This is an optimization exercise on Yosys and OpenROAD, whose aim is small area, a short achievable clock period and few clock cycles per item, not a production implementation.
In this exercise RTL edits were held to simulation tests only and were not proved equivalent to the original.
Power is estimated from default activity; no workload was simulated.

## the baseline
==> flow/design.v <==
module thoken_dec (
    input  wire        clk,
    input  wire        rst,
    input  wire        start_valid,
    output wire        start_ready,
    input  wire [1:0]  start_bpp,      
    input  wire [15:0] start_bytes,    
    input  wire        in_valid,
    output reg         in_ready,
    input  wire [7:0]  in_data,
    output reg         px_valid,
    output reg  [3:0]  px_data,
    output reg         done,
    output reg         ok
);
    localparam S_IDLE  = 2'd0,
               S_DEC   = 2'd1,
               S_FIN   = 2'd2,
               S_DRAIN = 2'd3;
    localparam M_ROW = 2'd0,       
               M_LIT = 2'd1,       
               M_RUN = 2'd2;       
    reg [1:0]  state;
    reg [1:0]  mode;
    reg        b1, b2, b4;         
    reg [15:0] nleft;              
    reg        more;               
    reg [7:0]  ib;                 
    reg        ibv;
    reg [31:0] w;                  
    reg [6:0]  wcnt;               
    reg [8:0]  rem;                
    reg [7:0]  ydec;               
    reg        row0;               
    reg        rxr;                
    reg        bad;
    reg        errq;               
    reg        pv;
    reg [3:0]  pval;
    reg        pxr;
    reg [3:0]  pz;
    reg        mv;
    reg [3:0]  mval;
    reg        mxr;
    reg [8:0]  mlen;
    reg        m1;
    reg        nv;
    reg [3:0]  nval;
    reg        nxr;
    reg [8:0]  nlen;
    reg        n1;                 
    reg        cv;
    reg [3:0]  cval;
    reg        cxr;
    reg [8:0]  ccnt;               
    reg        clast;              
    reg [255:0] d0, d1, d2, d3;
    reg [7:0]  lag;                
    reg        started;
    reg        sync;               
    integer k;
    assign start_ready = (state == S_IDLE);
    wire take = in_valid && in_ready;
    wire [3:0] up    = {d3[255], d2[255], d1[255], d0[255]};
    wire       emit  = cv && sync;
    wire [3:0] px    = cxr ? (cval ^ up) : cval;
    wire       cfree = !cv || (emit && clast);
    wire       nfree = !mv || cfree;
    wire [31:0] st;                
    genvar gi;
    generate for (gi = 0; gi < 32; gi = gi + 1) begin : g_st
        assign st[gi] = w[31 - gi];
    end endgenerate
    wire is_row = (mode == M_ROW);
    wire is_lit = (mode == M_LIT);
    wire is_run = (mode == M_RUN);
    wire c_fill = is_row && !st[0];             
    wire c_rlit = is_row && st[0] && st[1];     
    wire c_rrun = is_row && st[0] && !st[1];    
    wire c_p1   = is_run && !pv;                
    wire c_p2   = is_run && pv;                 
    wire zapp   = c_rrun || c_p1;
    function [3:0] fld;
        input [6:0] s;             
        input       f1, f2;
        begin
            if (f1)      fld = {3'd0, s[0]};
            else if (f2) fld = {2'd0, s[0], s[1]};
            else         fld = {s[0], s[1], s[2], s[3]};
        end
    endfunction
    wire [3:0] v0 = fld(st[6:0], b1, b2);
    wire [3:0] v2 = fld(st[8:2], b1, b2);
    wire [3:0] v3 = fld(st[9:3], b1, b2);
    wire [3:0] dval = c_rrun ? v3 : c_rlit ? v2 : v0;
    wire [8:0] seg = is_row ? (b1 ? st[12:4] : b2 ? st[13:5] : st[15:7])
                            : (b1 ? st[9:1]  : b2 ? st[10:2] : st[12:4]);
    reg  [8:0] zh;                 
    reg  [3:0] z;
    always @(*) begin
        zh = 9'd0;
        z  = 4'd0;
        for (k = 8; k >= 0; k = k - 1)
            if (seg[k]) begin
                zh = 9'd1 << k;
                z  = k;
            end
    end
    wire znone = (seg == 9'd0);
    reg [4:0] pre;
    always @(*) begin
        if (c_fill)      pre = 5'd2;
        else if (c_rlit) pre = b1 ? 5'd3 : b2 ? 5'd4 : 5'd6;
        else if (c_rrun) pre = seg[0] ? (b1 ? 5'd5 : b2 ? 5'd6 : 5'd8)
                                      : (b1 ? 5'd4 : b2 ? 5'd5 : 5'd7);
        else if (is_lit) pre = b1 ? 5'd1 : b2 ? 5'd2 : 5'd4;
        else if (c_p1)   pre = seg[0] ? (b1 ? 5'd2 : b2 ? 5'd3 : 5'd5)
                                      : (b1 ? 5'd1 : b2 ? 5'd2 : 5'd4);
        else             pre = {pz, 1'b1};
    end
    wire bits_ok = (!more && !ibv) ||
                   (is_row ? (wcnt >= 7'd16) :
                    is_lit ? (wcnt >= 7'd4)  :
                    pv     ? (wcnt >= 7'd17) : (wcnt >= 7'd13));
    wire [16:0] lfield = w[31:15] >> (5'd16 - {pz, 1'b0});
    wire [8:0]  plen   = lfield[8:0];
    wire complete = c_fill || c_rlit || is_lit || (zapp && seg[0]) || c_p2;
    wire to_p     = zapp && !seg[0] && !znone;
    wire dec      = (state == S_DEC) && bits_ok && (nfree || !complete);
    wire err_z   = zapp && znone;
    wire err_len = c_p2 && (plen > rem);
    wire row_end = c_fill || (c_p2 ? (plen == rem) : (rem == 9'd1));
    wire last_row_end = complete && row_end && (ydec == 8'd255);
    wire       merge = (state == S_DEC) && ibv && !wcnt[6] && (wcnt[5:0] <= 6'd24);
    wire [6:0] wadd  = wcnt + (merge ? 7'd8 : 7'd0);
    wire [6:0] wleft = wadd - {2'd0, pre};
    wire       ovq   = wcnt[6] && (state == S_DEC || state == S_FIN);
    wire       err   = err_z || err_len;
    wire [31:0] wm  = w | (merge ? ({ib, 24'd0} >> wcnt[4:0]) : 32'd0);
    reg  [31:0] wz;
    always @(*) begin
        wz = 32'd0;
        for (k = 1; k < 18; k = k + 1)
            if (pre == k) wz = wz | (wm << k);
    end
    wire drain_done = !more && (bad || (!cv && !nv)) && !errq && !ovq;
    reg [1:0] state_n;
    always @(*) begin
        state_n = state;
        case (state)
            S_IDLE:  if (start_valid) state_n = S_DEC;
            S_DEC:   if (dec && last_row_end) state_n = S_FIN;
            S_FIN:   state_n = S_DRAIN;
            S_DRAIN: if (drain_done) state_n = S_IDLE;
        endcase
        if (errq || ovq) state_n = S_DRAIN;
    end
    wire more_n = (state == S_IDLE) ? 1'b1 : take ? (nleft != 16'd1) : more;
    wire room_n = (state == S_IDLE) || (!wadd[6] && wadd[5:0] <= 6'd24);
    wire ibv_n = (state == S_DEC) && (take || (ibv && !merge));
    wire in_ready_n = more_n && (((state_n == S_DEC) && (!ibv_n || room_n)) || (state_n == S_DRAIN));
    wire [7:0] lag_n = (started && !emit) ? lag + 8'd1 : lag;
    always @(posedge clk) begin
        d0 <= {d0[254:0], emit ? px[0] : d0[255]};
        d1 <= {d1[254:0], emit ? px[1] : d1[255]};
        d2 <= {d2[254:0], emit ? px[2] : d2[255]};
        d3 <= {d3[254:0], emit ? px[3] : d3[255]};
    end
    always @(posedge clk) begin
        begin
            state    <= state_n;
            in_ready <= in_ready_n;
            px_valid <= emit;
            px_data  <= px;
            done     <= 1'b0;
            lag     <= lag_n;
            sync    <= (started || emit) ? (lag_n == 8'd0) : (mv || state != S_DEC);
            if (emit) started <= 1'b1;
            if (take) begin
                nleft <= nleft - 16'd1;
                more  <= (nleft != 16'd1);
            end
            ibv <= ibv_n;
            w    <= (state == S_IDLE) ? 32'd0 : dec ? wz : wm;
            wcnt <= (state == S_IDLE) ? 7'd0  : dec ? wleft : wadd;
            if (take)
                ib <= {in_data[0], in_data[1], in_data[2], in_data[3],
                       in_data[4], in_data[5], in_data[6], in_data[7]};
            if (cfree) begin
                cv    <= nv;
                cval  <= nval;
                cxr   <= nxr;
                ccnt  <= nlen;
                clast <= n1;
                nv    <= mv;
                nval  <= mval;
                nxr   <= mxr;
                nlen  <= mlen;
                n1    <= m1;
                mv    <= 1'b0;
            end else if (emit) begin
                ccnt  <= ccnt - 9'd1;
                clast <= (ccnt == 9'd2);
            end
            errq <= dec && err;
            case (state)
                S_IDLE: if (start_valid) begin
                    b1      <= (start_bpp == 2'd0);
                    b2      <= (start_bpp == 2'd1);
                    b4      <= (start_bpp == 2'd2);
                    nleft   <= start_bytes;
                    more    <= 1'b1;
                    mode    <= M_ROW;
                    rem     <= 9'd256;
                    ydec    <= 8'd0;
                    row0    <= 1'b1;
                    bad     <= 1'b0;
                    lag     <= 8'd0;
                    sync    <= 1'b0;
                    started <= 1'b0;
                end
                S_DEC: begin
                    if (dec) begin
                        if (complete) begin
                            if (nv && !cfree) begin
                                mv   <= 1'b1;
                                mval <= tval;
                                mxr  <= txr;
                                mlen <= tlen;
                                m1   <= t1;
                            end else if (mv) begin
                                mv   <= 1'b1;
                                mval <= tval;
                                mxr  <= txr;
                                mlen <= tlen;
                                m1   <= t1;
                                nv   <= 1'b1;
                                nval <= mval;
                                nxr  <= mxr;
                                nlen <= mlen;
                                n1   <= m1;
                            end else begin
                                nv   <= 1'b1;
                                nval <= tval;
                                nxr  <= txr;
                                nlen <= tlen;
                                n1   <= t1;
                            end
                        end
                        if (to_p) begin
                            pv   <= 1'b1;
                            pval <= dval;
                            pxr  <= c_rrun ? (st[2] && !row0) : rxr;
                            pz   <= z;
                        end
                        if (c_p2) pv <= 1'b0;
                        if (c_rrun) rxr <= st[2] && !row0;
                        if (complete && row_end) begin
                            mode <= M_ROW;
                            rem  <= 9'd256;
                            ydec <= ydec + 8'd1;
                            row0 <= 1'b0;
                        end else begin
                            if (c_rlit) mode <= M_LIT;
                            if (c_rrun) mode <= M_RUN;
                            if (complete) rem <= rem - (c_p2 ? plen : 9'd1);
                        end
                    end
                end
                S_FIN: begin
                    if (more || ibv || wcnt >= 7'd8 || w != 32'd0) bad <= 1'b1;
                end
                S_DRAIN: if (drain_done) begin
                    done  <= 1'b1;
                    ok    <= !bad;
                    cv    <= 1'b0;
                    nv    <= 1'b0;
                    mv    <= 1'b0;
                end
            endcase
            if (errq || ovq) begin
                bad <= 1'b1;
                pv  <= 1'b0;
                mv  <= 1'b0;
                nv  <= 1'b0;
                cv  <= 1'b0;
            end
        end
        if (rst) begin
            state    <= S_IDLE;
            in_ready <= 1'b0;
            px_valid <= 1'b0;
            done     <= 1'b0;
            more     <= 1'b0;
            ibv      <= 1'b0;
            pv       <= 1'b0;
            errq     <= 1'b0;
            nv       <= 1'b0;
            mv       <= 1'b0;
            cv       <= 1'b0;
        end
    end
    wire [3:0] tval = c_fill ? 4'd0 : c_p2 ? pval : dval;
    wire       txr  = c_fill ? (st[1] && !row0) :
                      c_p2   ? pxr :
                      c_rrun ? (st[2] && !row0) :
                      c_p1   ? rxr : 1'b0;
    wire [8:0] tlen = c_fill ? 9'd256 : c_p2 ? plen : 9'd1;
    wire       t1   = !c_fill && !c_p2;
endmodule
make LEC_CHECK=0 CAP_MARGIN=20 CORE_MARGIN=2 CORE_UTILIZATION=55 CTS_CLUSTER_DIAMETER=60 CTS_CLUSTER_SIZE=30 SETUP_SLACK_MARGIN=3.3 SLEW_MARGIN=20 finish   # period 7.0 ns
run.sh (not shown) runs the stock make flow with config.mk's settings and CLKGATE_MAP_FILE= SYNTH_SCRIPT=/design/flow/synth_recipe.tcl, a recipe that flattens the netlist after the stock synthesis.
Testbench counts of the baseline, summed over its fixed seeds: cycles 1,179,857, items 1,179,648.
Input changes introduced in the candidate (baseline for comparison: the baseline):
--- a/flow/design.v
+++ b/flow/design.v
@@ -167,7 +167,21 @@
         d3 <= {d3[254:0], emit ? px[3] : d3[255]};
     end
     always @(posedge clk) begin
-        begin
+        if (rst) begin
+            state    <= S_IDLE;
+            in_ready <= 1'b0;
+            px_valid <= 1'b0;
+            px_data  <= 4'd0;
+            done     <= 1'b0;
+            ok       <= 1'b0;
+            more     <= 1'b0;
+            ibv      <= 1'b0;
+            pv       <= 1'b0;
+            errq     <= 1'b0;
+            nv       <= 1'b0;
+            mv       <= 1'b0;
+            cv       <= 1'b0;
+        end else begin
             state    <= state_n;
             in_ready <= in_ready_n;
             px_valid <= emit;
@@ -286,19 +300,6 @@
                 cv  <= 1'b0;
             end
         end
-        if (rst) begin
-            state    <= S_IDLE;
-            in_ready <= 1'b0;
-            px_valid <= 1'b0;
-            done     <= 1'b0;
-            more     <= 1'b0;
-            ibv      <= 1'b0;
-            pv       <= 1'b0;
-            errq     <= 1'b0;
-            nv       <= 1'b0;
-            mv       <= 1'b0;
-            cv       <= 1'b0;
-        end
     end
     wire [3:0] tval = c_fill ? 4'd0 : c_p2 ? pval : dval;
     wire       txr  = c_fill ? (st[1] && !row0) :
### Flow results
The candidate: full flow OK, the timing, design-rule and antenna checks passed
Wire: the candidate routes more than the baseline
Clock power share: higher on the candidate
Die: the candidate bigger than the baseline
From the candidate to the baseline, final number of max-transition violations did not move at all.
The candidate reports a lower combinational power than the baseline does.
Compared with the baseline, the candidate has less setup slack.
Testbench counts of the candidate, summed over its fixed seeds: cycles 1,179,857, items 1,179,648.

-- separate check: timing with driven ports --
How much do the figures lean on ideal ports? The routed layouts below were timed once more, with nothing changed but the port constraints.
Step 1: set_driving_cell puts a clkbuf_16 on clk and a buf_2 on each other input, an assumption about the parent block.
Step 2 moves the port delays by t, midway between the first and last clock arrival at a register: inputs arrive t later, outputs are due t later. That takes back most of the time a late clock gives input paths.
Slacks: ideal / step 1 / step 2; pairs: ideal / step 1.
| run | shift t [ns] | setup slack, ns | hold WS [ns] | pins driven straight from the clock port |
|---|---|---|---|---|
| the baseline | 0.705 | 3.392 / 3.392 / 3.315 | 0.311 / 0.311 / 0.311 | 1 |
| the candidate | 0.696 | 3.388 / 3.388 / 3.133 | 0.325 / 0.325 / 0.325 | 1 |
After both steps setup and hold are still met in every run listed. The setup slack of the candidate, which loses most, moves by 0.000 ns with the drivers and by -0.255 ns with both steps.
